Source: an optimization exercise on an open RTL-to-GDS flow (aim: small area, a short achievable clock period and few clock cycles per item). Production flows keep margins and buffers that such runs may drop. Where RTL was checked, it was by simulation tests only, not by an equivalence proof against the original.

==> inputs of quartz <==
## st4_temporal
module st4_temporal (
    input  wire        clk,
    input  wire        rst,
    input  wire        in_valid,
    output wire        in_ready,
    input  wire [19:0] in_c,         
    input  wire [23:0] in_hist,      
    input  wire [7:0]  in_tau,       
    input  wire        in_pad,       
    input  wire        in_restart,   
    input  wire        in_tnr,       
    input  wire        in_rtc,       
    input  wire        in_gap_k0,    
    input  wire [8:0]  in_amin,      
    input  wire [15:0] in_tlo,       
    input  wire [15:0] in_thi,       
    input  wire [11:0] in_kmax,      
    input  wire [17:0] in_rate,      
    output reg         out_valid,
    output reg  [19:0] out_z,        
    output reg  [23:0] out_hist,     
    output reg         out_sat,      
    output reg         out_clamp     
);
==> flow/config.mk <==
export PLATFORM = sky130hd
export DESIGN_NAME = st4_temporal
export DESIGN_NICKNAME = st4_temporal
export VERILOG_FILES = /design/flow/design.v
export SDC_FILE = /design/flow/constraint.sdc
export NUM_CORES = 4
export LEC_CHECK = 0
export ABC_AREA = 1
export CAP_MARGIN = 30
export CORE_MARGIN = 2
export CORE_UTILIZATION = 55
export SLEW_MARGIN = 55
==> flow/constraint.sdc <==
create_clock -name core_clock -period 38.0 [get_ports {clk}]
set_input_delay 7.6000 -clock core_clock [delete_from_list [all_inputs] [get_ports {clk}]]
set_output_delay 7.6000 -clock core_clock [all_outputs]
set_load 0.01 [all_outputs]
run.sh (not shown) runs the stock make flow with config.mk's settings and CLKGATE_MAP_FILE= SYNTH_SCRIPT=/design/flow/synth_recipe.tcl, a recipe that flattens the netlist after the stock synthesis.
==> inputs of yarrow, as changes to quartz <==
- CTS_CLUSTER_DIAMETER: not set -> 200
- CTS_CLUSTER_SIZE: not set -> 25
==> flow_summary.json <==
{
  "wl_met1_mm": 53.4,
  "outcome": "complete, no violations",
  "seq_share": 0.261,
  "layout.nets": 6858,
  "grt_usage": 0.255,
  "r2r-end": "r2_k[8]",
  "slew_headroom": 0.527
}
the above is filed under quartz

==> flow_summary.json <==
{
  "outcome": "complete, no violations",
  "layout.nets": 6814,
  "wl_met1_mm": 53.4,
  "die_w_microns": 307,
  "r2r-end": "r2_k[9]",
  "setup_viol": 0,
  "slew_headroom": 0.478,
  "grt_usage": 0.251,
  "seq_share": 0.270
}
the above is filed under yarrow

Function was not checked in any run of this note: the RTL went through the layout flow alone.

* * *

==> job 3639 <==
st4_temporal, a different RTL version from the one above (not shown whole).
==> flow/config.mk <==
export PLATFORM = sky130hd
export DESIGN_NAME = st4_temporal
export DESIGN_NICKNAME = st4_temporal
export VERILOG_FILES = /design/flow/design.v
export SDC_FILE = /design/flow/constraint.sdc
export NUM_CORES = 4
export LEC_CHECK = 0
export ABC_AREA = 1
export CAP_MARGIN = 40
export CORE_MARGIN = 2
export CORE_UTILIZATION = 55
export SLEW_MARGIN = 70
==> flow/constraint.sdc <==
create_clock -name core_clock -period 38.0 [get_ports {clk}]
set_input_delay 7.6000 -clock core_clock [delete_from_list [all_inputs] [get_ports {clk}]]
set_output_delay 7.6000 -clock core_clock [all_outputs]
set_load 0.01 [all_outputs]
==> job 9677: changes against job 3639 <==
Settings changed: CORE_UTILIZATION 55 to 68, CTS_CLUSTER_SIZE from default to 30, PLACE_DENSITY from default to 0.76.
==> comparison table <==
quantity                                                      job 3639        job 9677
Result of the run                                       finished clean  finished clean
Initial antenna violation count                                      3               1
Area share of buffers outside the clock network                  3.31%           3.30%
Global-route track usage on met1                                 34.1%           38.6%
Area overhead of the layout relative to synthesis                10.7%           10.1%
Effective utilization at floorplan                               55.3%           68.7%
Area of combinational cells with multiple inputs            32500 um^2      32500 um^2
Num CTS Buffers                                                     82              78
Post-detailed-placement half-perimeter wirelength             93400 um        89900 um
Final estimated routing congestion in global placement           0.859           0.892
Core Util, Final                                                 61.2%           75.6%
Tapcell count                                                     1287            1050
Sequential share of cell area                                    25.6%           25.7%
Minimum setup slack after placement                           28.59 ns        28.57 ns
Wire length per cell                                           15.3 um         15.8 um
No run of this note included a check of the RTL's function; only the layout flow was run.

* * *

==> run H: inputs <==
Another version of the RTL of st4_temporal (not shown whole).
## st4_temporal
module st4_temporal (
    input  wire        clk,
    input  wire        rst,
    input  wire        in_valid,
    output wire        in_ready,
    input  wire [19:0] in_c,         
    input  wire [23:0] in_hist,      
    input  wire [7:0]  in_tau,       
    input  wire        in_pad,       
    input  wire        in_restart,   
    input  wire        in_tnr,       
    input  wire        in_rtc,       
    input  wire        in_gap_k0,    
    input  wire [8:0]  in_amin,      
    input  wire [15:0] in_tlo,       
    input  wire [15:0] in_thi,       
    input  wire [11:0] in_kmax,      
    input  wire [17:0] in_rate,      
    output reg         out_valid,
    output reg  [19:0] out_z,        
    output reg  [23:0] out_hist,     
    output reg         out_sat,      
    output reg         out_clamp     
);
clock: 38.0 ns
lec_check: 0
abc_area: 1
cap_margin: 30
core_margin: 2
core_utilization: 55
slew_margin: 55
==> inputs of run P, as changes to run H <==
--- a/flow/config.mk
+++ b/flow/config.mk
@@ -6,7 +6,7 @@
 export NUM_CORES = 4
 export LEC_CHECK = 0
 export ABC_AREA = 1
-export CAP_MARGIN = 30
+export CAP_MARGIN = 40
 export CORE_MARGIN = 2
 export CORE_UTILIZATION = 55
-export SLEW_MARGIN = 55
+export SLEW_MARGIN = 70
==> inputs of run B, as changes to run H <==
--- a/flow/config.mk
+++ b/flow/config.mk
@@ -6,7 +6,7 @@
 export NUM_CORES = 4
 export LEC_CHECK = 0
 export ABC_AREA = 1
-export CAP_MARGIN = 30
+export CAP_MARGIN = 20
 export CORE_MARGIN = 2
 export CORE_UTILIZATION = 55
-export SLEW_MARGIN = 55
+export SLEW_MARGIN = 20
==> comparison table <==
All-layer global routing usage: run H 24.9%; run P 25.0%; run B 24.9%
Result of the run: run H complete, no violations; run P complete, no violations; run B complete, no violations
Endpoint of the most critical register-to-register path: run H r6_t[20]; run P out_z[0]; run B r6_t[20]
Actual transition at the worst max-transition pin: run H 0.675 ns; run P -; run B 1.13 ns
Post-placement cell area: run H 0.0539 sq mm; run P 0.0542 sq mm; run B 0.0539 sq mm
Fraction of area in non-clock buffers: run H 3.43%; run P 3.50%; run B 3.41%
Util after Layout: run H 61.9%; run P 62.2%; run B 61.8%
Layout clock buffers: run H 99; run P 103; run B 104
Slack of the critical path: run H 28.91 ns; run P 28.89 ns; run B 28.90 ns
Area added between synthesis and finish: run H 11.4%; run P 11.8%; run B 11.1%
Number of antenna violations at the first check in global routing: run H 1; run P 0; run B 1
Testbench counts of run H, summed over its fixed seeds: cycles 32,064, items 32,000.
Testbench counts of run P, summed over its fixed seeds: cycles 32,064, items 32,000.
Testbench counts of run B, summed over its fixed seeds: cycles 32,064, items 32,000.

* * *

==> inputs of branch fjord <==
==> flow/design.v <==
module st4_temporal (
    input  wire        clk,
    input  wire        rst,
    input  wire        in_valid,
    output wire        in_ready,
    input  wire [19:0] in_c,         
    input  wire [23:0] in_hist,      
    input  wire [7:0]  in_tau,       
    input  wire        in_pad,       
    input  wire        in_restart,   
    input  wire        in_tnr,       
    input  wire        in_rtc,       
    input  wire        in_gap_k0,    
    input  wire [8:0]  in_amin,      
    input  wire [15:0] in_tlo,       
    input  wire [15:0] in_thi,       
    input  wire [11:0] in_kmax,      
    input  wire [17:0] in_rate,      
    output reg         out_valid,
    output reg  [19:0] out_z,        
    output reg  [23:0] out_hist,     
    output reg         out_sat,      
    output reg         out_clamp     
);
    assign in_ready = 1'b1;
    localparam [16:0] KD = 17'd78125;
    reg        r0_valid;
    reg [19:0] r0_c;
    reg [19:0] r0_h;         
    reg [3:0]  r0_age;       
    reg [7:0]  r0_tau;
    reg        r0_pad, r0_tnr, r0_kon;
    reg [8:0]  r0_amin;
    reg [15:0] r0_tlo, r0_thi;
    reg [11:0] r0_kmax;
    reg [17:0] r0_rate;
    always @(posedge clk) begin
        if (rst) r0_valid <= 1'b0;
        else     r0_valid <= in_valid;
        r0_c    <= in_c;
        r0_h    <= in_restart ? 20'd0 : in_hist[23:4];
        r0_age  <= in_restart ? 4'd0 : in_hist[3:0];
        r0_tau  <= in_tau;
        r0_pad  <= in_pad;
        r0_tnr  <= in_tnr;
        r0_kon  <= in_rtc & ~in_gap_k0;
        r0_amin <= in_amin;
        r0_tlo  <= in_tlo;
        r0_thi  <= in_thi;
        r0_kmax <= in_kmax;
        r0_rate <= in_rate;
    end
    wire        s1_a0   = (r0_age == 4'd0);
    wire signed [20:0] s1_dr = $signed({r0_c[19], r0_c}) - $signed({r0_h[19], r0_h});
    wire signed [20:0] s1_d  = s1_a0 ? 21'sd0 : s1_dr;
    wire        [20:0] s1_m  = s1_d[20] ? -s1_d : s1_d;
    wire        [15:0] s1_tspan = r0_thi - r0_tlo;
    wire        [21:0] s1_hm    = {6'd0, r0_thi} - {1'b0, s1_m};
    wire        [21:0] s1_lm    = {6'd0, r0_tlo} - {1'b0, s1_m};
    wire               s1_ge_hi = s1_hm[21] | (s1_hm == 22'd0);   
    wire               s1_le_lo = ~s1_lm[21];                     
    wire        [15:0] s1_u     = (!r0_tnr || s1_ge_hi) ? 16'd0 :
                                  s1_le_lo ? s1_tspan : s1_hm[15:0];
    reg [8:0] s1_agelo;
    always @(*) begin
        case (r0_age)
            4'd0:  s1_agelo = 9'd256;
            4'd1:  s1_agelo = 9'd128;
            4'd2:  s1_agelo = 9'd85;
            4'd3:  s1_agelo = 9'd64;
            4'd4:  s1_agelo = 9'd51;
            4'd5:  s1_agelo = 9'd43;
            4'd6:  s1_agelo = 9'd37;
            4'd7:  s1_agelo = 9'd32;
            4'd8:  s1_agelo = 9'd28;
            4'd9:  s1_agelo = 9'd26;
            4'd10: s1_agelo = 9'd23;
            4'd11: s1_agelo = 9'd21;
            4'd12: s1_agelo = 9'd20;
            4'd13: s1_agelo = 9'd18;
            4'd14: s1_agelo = 9'd17;
            default: s1_agelo = 9'd16;
        endcase
    end
    wire [8:0] s1_alo   = (r0_amin > s1_agelo) ? r0_amin : s1_agelo;
    wire [8:0] s1_aspan = 9'd256 - s1_alo;
    wire [26:0] s1_n = {r0_tau, 1'b0} * r0_rate + 27'd39062;
    wire [3:0] s1_agen = r0_pad ? 4'd0 : s1_a0 ? 4'd1 :
                         (r0_age == 4'd15) ? 4'd15 : r0_age + 4'd1;
    reg        r1_valid;
    reg [19:0] r1_c;
    reg [20:0] r1_dh;        
    reg [15:0] r1_u;
    reg [7:0]  r1_aspan;
    reg [15:0] r1_tspan;
    reg [3:0]  r1_agen;
    reg        r1_pad;
    reg [26:0] r1_n;
    reg [11:0] r1_kmax;
    reg        r1_kon;
    always @(posedge clk) begin
        if (rst) r1_valid <= 1'b0;
        else     r1_valid <= r0_valid;
        r1_c     <= r0_c;
        r1_dh    <= r0_pad ? {1'b0, r0_h} : s1_d;
        r1_u     <= s1_u;
        r1_aspan <= s1_aspan[7:0];
        r1_tspan <= s1_tspan;
        r1_agen  <= s1_agen;
        r1_pad   <= r0_pad;
        r1_n     <= s1_n;
        r1_kmax  <= r0_kmax;
        r1_kon   <= r0_kon;
    end
    wire [23:0] s2_x = r1_aspan * r1_u + {9'd0, r1_tspan[15:1]} - {23'd0, ~r1_tspan[0]};
    reg [26:0] s2_kr;
    reg [10:5] s2_kq;
    integer j;
    always @(*) begin
        s2_kr = r1_n;
        for (j = 10; j >= 5; j = j - 1) begin
            if (s2_kr >= ({10'd0, KD} << j)) begin
                s2_kr = s2_kr - ({10'd0, KD} << j);
                s2_kq[j] = 1'b1;
            end else
                s2_kq[j] = 1'b0;
        end
    end
    reg        r2_valid;
    reg [19:0] r2_c;
    reg [20:0] r2_dh;
    reg [23:0] r2_x;
    reg [15:0] r2_tspan;
    reg [3:0]  r2_agen;
    reg        r2_pad;
    reg [21:0] r2_kr;
    reg [10:5] r2_kq;
    reg [11:0] r2_kmax;
    reg        r2_kon;
    always @(posedge clk) begin
        if (rst) r2_valid <= 1'b0;
        else     r2_valid <= r1_valid;
        r2_c     <= r1_c;
        r2_dh    <= r1_dh;
        r2_x     <= s2_x;
        r2_tspan <= r1_tspan;
        r2_agen  <= r1_agen;
        r2_pad   <= r1_pad;
        r2_kr    <= s2_kr[21:0];
        r2_kq    <= s2_kq;
        r2_kmax  <= r1_kmax;
        r2_kon   <= r1_kon;
    end
    reg [23:0] s3_x;
    reg [7:5]  s3_q;
    integer i3;
    always @(*) begin
        s3_x = r2_x;
        for (i3 = 7; i3 >= 5; i3 = i3 - 1) begin
            if (s3_x >= ({8'd0, r2_tspan} << i3)) begin
                s3_x = s3_x - ({8'd0, r2_tspan} << i3);
                s3_q[i3] = 1'b1;
            end else
                s3_q[i3] = 1'b0;
        end
    end
    reg [21:0] s3_kr;
    reg [4:0]  s3_kq;
    integer j3;
    always @(*) begin
        s3_kr = r2_kr;
        for (j3 = 4; j3 >= 0; j3 = j3 - 1) begin
            if (s3_kr >= ({5'd0, KD} << j3)) begin
                s3_kr = s3_kr - ({5'd0, KD} << j3);
                s3_kq[j3] = 1'b1;
            end else
                s3_kq[j3] = 1'b0;
        end
    end
    wire [10:0] s3_ku    = {r2_kq, s3_kq};
    wire        s3_clamp = {1'b0, s3_ku} > r2_kmax;
    wire [10:0] s3_k     = !r2_kon ? 11'd0 : s3_clamp ? r2_kmax[10:0] : s3_ku;
    reg        r3_valid;
    reg [19:0] r3_c;
    reg [20:0] r3_dh;
    reg [20:0] r3_x;
    reg [7:5]  r3_q;
    reg [15:0] r3_tspan;
    reg [3:0]  r3_agen;
    reg        r3_pad;
    reg [10:0] r3_k;
    reg        r3_clamp;
    always @(posedge clk) begin
        if (rst) r3_valid <= 1'b0;
        else     r3_valid <= r2_valid;
        r3_c     <= r2_c;
        r3_dh    <= r2_dh;
        r3_x     <= s3_x[20:0];
        r3_q     <= s3_q;
        r3_tspan <= r2_tspan;
        r3_agen  <= r2_agen;
        r3_pad   <= r2_pad;
        r3_k     <= s3_k;
        r3_clamp <= s3_clamp;
    end
    reg [20:0] s4_x;
    reg [4:2]  s4_q;
    integer i4;
    always @(*) begin
        s4_x = r3_x;
        for (i4 = 4; i4 >= 2; i4 = i4 - 1) begin
            if (s4_x >= ({5'd0, r3_tspan} << i4)) begin
                s4_x = s4_x - ({5'd0, r3_tspan} << i4);
                s4_q[i4] = 1'b1;
            end else
                s4_q[i4] = 1'b0;
        end
    end
    reg        r4_valid;
    reg [19:0] r4_c;
    reg [20:0] r4_dh;
    reg [17:0] r4_x;
    reg [7:2]  r4_q;
    reg [15:0] r4_tspan;
    reg [3:0]  r4_agen;
    reg        r4_pad;
    reg [10:0] r4_k;
    reg        r4_clamp;
    always @(posedge clk) begin
        if (rst) r4_valid <= 1'b0;
        else     r4_valid <= r3_valid;
        r4_c     <= r3_c;
        r4_dh    <= r3_dh;
        r4_x     <= s4_x[17:0];
        r4_q     <= {r3_q, s4_q};
        r4_tspan <= r3_tspan;
        r4_agen  <= r3_agen;
        r4_pad   <= r3_pad;
        r4_k     <= r3_k;
        r4_clamp <= r3_clamp;
    end
    reg [17:0] s5_x;
    reg [1:0]  s5_q;
    integer i5;
    always @(*) begin
        s5_x = r4_x;
        for (i5 = 1; i5 >= 0; i5 = i5 - 1) begin
            if (s5_x >= ({2'd0, r4_tspan} << i5)) begin
                s5_x = s5_x - ({2'd0, r4_tspan} << i5);
                s5_q[i5] = 1'b1;
            end else
                s5_q[i5] = 1'b0;
        end
    end
    reg        r5_valid;
    reg [19:0] r5_c;
    reg [20:0] r5_dh;
    reg [7:0]  r5_cq;
    reg [3:0]  r5_agen;
    reg        r5_pad;
    reg [10:0] r5_k;
    reg        r5_clamp;
    always @(posedge clk) begin
        if (rst) r5_valid <= 1'b0;
        else     r5_valid <= r4_valid;
        r5_c     <= r4_c;
        r5_dh    <= r4_dh;
        r5_cq    <= {r4_q, s5_q};
        r5_agen  <= r4_agen;
        r5_pad   <= r4_pad;
        r5_k     <= r4_k;
        r5_clamp <= r4_clamp;
    end
    wire signed [20:0] s6_d  = r5_dh;
    wire signed [29:0] s6_cd = $signed({1'b0, r5_cq}) * s6_d;
    wire signed [29:0] s6_wf = 30'sd128 - s6_cd;
    wire signed [21:0] s6_w  = s6_wf >>> 8;
    wire signed [19:0] s6_y  = $signed(r5_c) + s6_w[19:0];
    wire signed [20:0] s6_t  = s6_d + s6_w[20:0];
    reg        r6_valid;
    reg [19:0] r6_y;         
    reg [20:0] r6_t;         
    reg [3:0]  r6_agen;
    reg        r6_pad;
    reg [10:0] r6_k;
    reg        r6_clamp;
    always @(posedge clk) begin
        if (rst) r6_valid <= 1'b0;
        else     r6_valid <= r5_valid;
        r6_y     <= r5_pad ? r5_dh[19:0] : s6_y;
        r6_t     <= r5_pad ? {1'b0, r5_c} : s6_t;
        r6_agen  <= r5_agen;
        r6_pad   <= r5_pad;
        r6_k     <= r5_k;
        r6_clamp <= r5_clamp;
    end
    wire signed [32:0] s7_kt = $signed({1'b0, r6_k}) * $signed(r6_t);
    wire signed [32:0] s7_zf = s7_kt + $signed({r6_y, 8'd128});
    wire signed [24:0] s7_z  = s7_zf >>> 8;
    wire               s7_hi = (s7_z > 25'sd524287);
    wire               s7_lo = (s7_z < -25'sd524288);
    always @(posedge clk) begin
        if (rst) out_valid <= 1'b0;
        else     out_valid <= r6_valid;
        out_clamp <= r6_clamp;
        out_hist  <= {r6_y, r6_agen};
        if (r6_pad) begin
            out_z   <= r6_t[19:0];
            out_sat <= 1'b0;
        end else begin
            out_z   <= s7_hi ? 20'h7FFFF : s7_lo ? 20'h80000 : s7_z[19:0];
            out_sat <= s7_hi | s7_lo;
        end
    end
endmodule
==> flow/run.sh <==
#!/bin/bash
# synth_recipe.tcl (not shown) runs the flow's synth.tcl, then flattens the netlist and writes it again
# the make line also repeats each setting of config.mk as NAME=value (left out here)
make -C /OpenROAD-flow-scripts/flow DESIGN_CONFIG=/design/flow/config.mk WORK_HOME=/design/flow/orfs CLKGATE_MAP_FILE= SYNTH_SCRIPT=/design/flow/synth_recipe.tcl finish
==> flow/config.mk <==
export PLATFORM = sky130hd
export DESIGN_NAME = st4_temporal
export DESIGN_NICKNAME = st4_temporal
export VERILOG_FILES = /design/flow/design.v
export SDC_FILE = /design/flow/constraint.sdc
export NUM_CORES = 4
export LEC_CHECK = 0
export ABC_AREA = 1
export CAP_MARGIN = 30
export CORE_MARGIN = 2
export CORE_UTILIZATION = 55
export PLACE_DENSITY = 0.8
export SLEW_MARGIN = 60
==> flow/constraint.sdc <==
create_clock -name core_clock -period 38.0 [get_ports {clk}]
set_input_delay 7.6000 -clock core_clock [delete_from_list [all_inputs] [get_ports {clk}]]
set_output_delay 7.6000 -clock core_clock [all_outputs]
set_load 0.01 [all_outputs]
==> branch xenon: changes against branch fjord <==
Settings changed: CAP_MARGIN 30 to 50, PLACE_DENSITY 0.8 to unset, SLEW_MARGIN 60 to 80.
==> branch pepper: changes against branch fjord <==
Settings changed: CAP_MARGIN 30 to 20, PLACE_DENSITY 0.8 to unset, SLEW_MARGIN 60 to 20.
==> summary.txt <==
Non-clock buffer count: branch xenon is higher than branch fjord (51). Worst setup slack, lowest first: branch pepper, branch fjord, branch xenon. Branch pepper finished clean. Branch fjord produced a clean layout. Branch xenon ran to the end with no violations. The highest count of clock-buffer cells in the layout belongs to branch xenon, the lowest to branch fjord. Of branch fjord and branch xenon, branch fjord has the higher hold slack (gap 0.010 ns). Via count, lowest first: branch pepper, branch xenon, branch fjord. Critical path depth, lowest first: branch xenon, branch pepper, branch fjord. In area after synthesis, branch fjord and branch xenon do not differ. Die area is the same in branch pepper and branch fjord.
==> figures <==
metric	branch fjord	branch xenon	branch pepper
Initial DRC count	3,271	2,902	2,876
Antenna violations before repair	11	11	9
Clock buffers and inverters, area share	0.0465	0.0431	0.0432
Buffers plus inverters on the worst setup path	7	1	7
Number of buffers added by the clock tree synthesis step	82	84	84
Placement-stage cell area	0.0641 sq mm	0.0658 sq mm	0.0641 sq mm
Run status	finished clean	finished clean	finished clean
Area taken by multi-input logic gates	0.0391 sq mm	0.0407 sq mm	0.0391 sq mm
Final-layout non-clock buffer area share	0.0287	0.0346	0.0292
Crit path to	r4_x[13]	out_hist[3]	r4_x[17]
Number of cells traversed by the worst register-to-register path	58	55	56
WL met2	71.7 mm	75.9 mm	74.4 mm
Met2 track demand over resource in global routing	0.461	0.491	0.485
Detailed-routing wirelength on met1	64.1 mm	67.1 mm	67.0 mm
Testbench counts of branch fjord, summed over its fixed seeds: cycles 32,064, items 32,000.
Testbench counts of branch xenon, summed over its fixed seeds: cycles 32,064, items 32,000.
Testbench counts of branch pepper, summed over its fixed seeds: cycles 32,064, items 32,000.

-- static timing again, ports no longer ideal --
How much do the figures lean on ideal ports? The routed layouts below were timed once more, with nothing changed but the port constraints. Step 1: set_driving_cell puts a clkbuf_16 on clk and a buf_2 on each other input, an assumption about the parent block. Step 2 moves the port delays by t, midway between the first and last clock arrival at a register: inputs arrive t later, outputs are due t later. That takes back most of the time a late clock gives input paths. Three values: ideal ports, drivers, drivers and shift; two values: the first two.
run	t (ns)	slack for setup (ns)	worst data-port slew with drivers (ns)
quartz	0.718	28.839 / 28.773 / 28.716	0.09
yarrow	0.669	28.888 / 28.823 / 28.715	0.09
job 3639	0.718	28.881 / 28.811 / 28.672	0.05
job 9677	0.706	28.879 / 28.810 / 28.580	0.06
run H	0.703	28.914 / 28.842 / 28.636	0.09
run P	0.710	28.892 / 28.819 / 28.673	0.08
run B	0.712	28.905 / 28.833 / 28.625	0.09
branch fjord	0.735	28.041 / 28.041 / 28.041	0.10
branch xenon	0.727	28.801 / 28.726 / 28.778	0.12
branch pepper	0.734	27.355 / 27.355 / 27.355	0.12
After both steps setup and hold are still met in every run listed. The setup slack of job 9677, which loses most, moves by -0.069 ns with the drivers and by -0.299 ns with both steps.
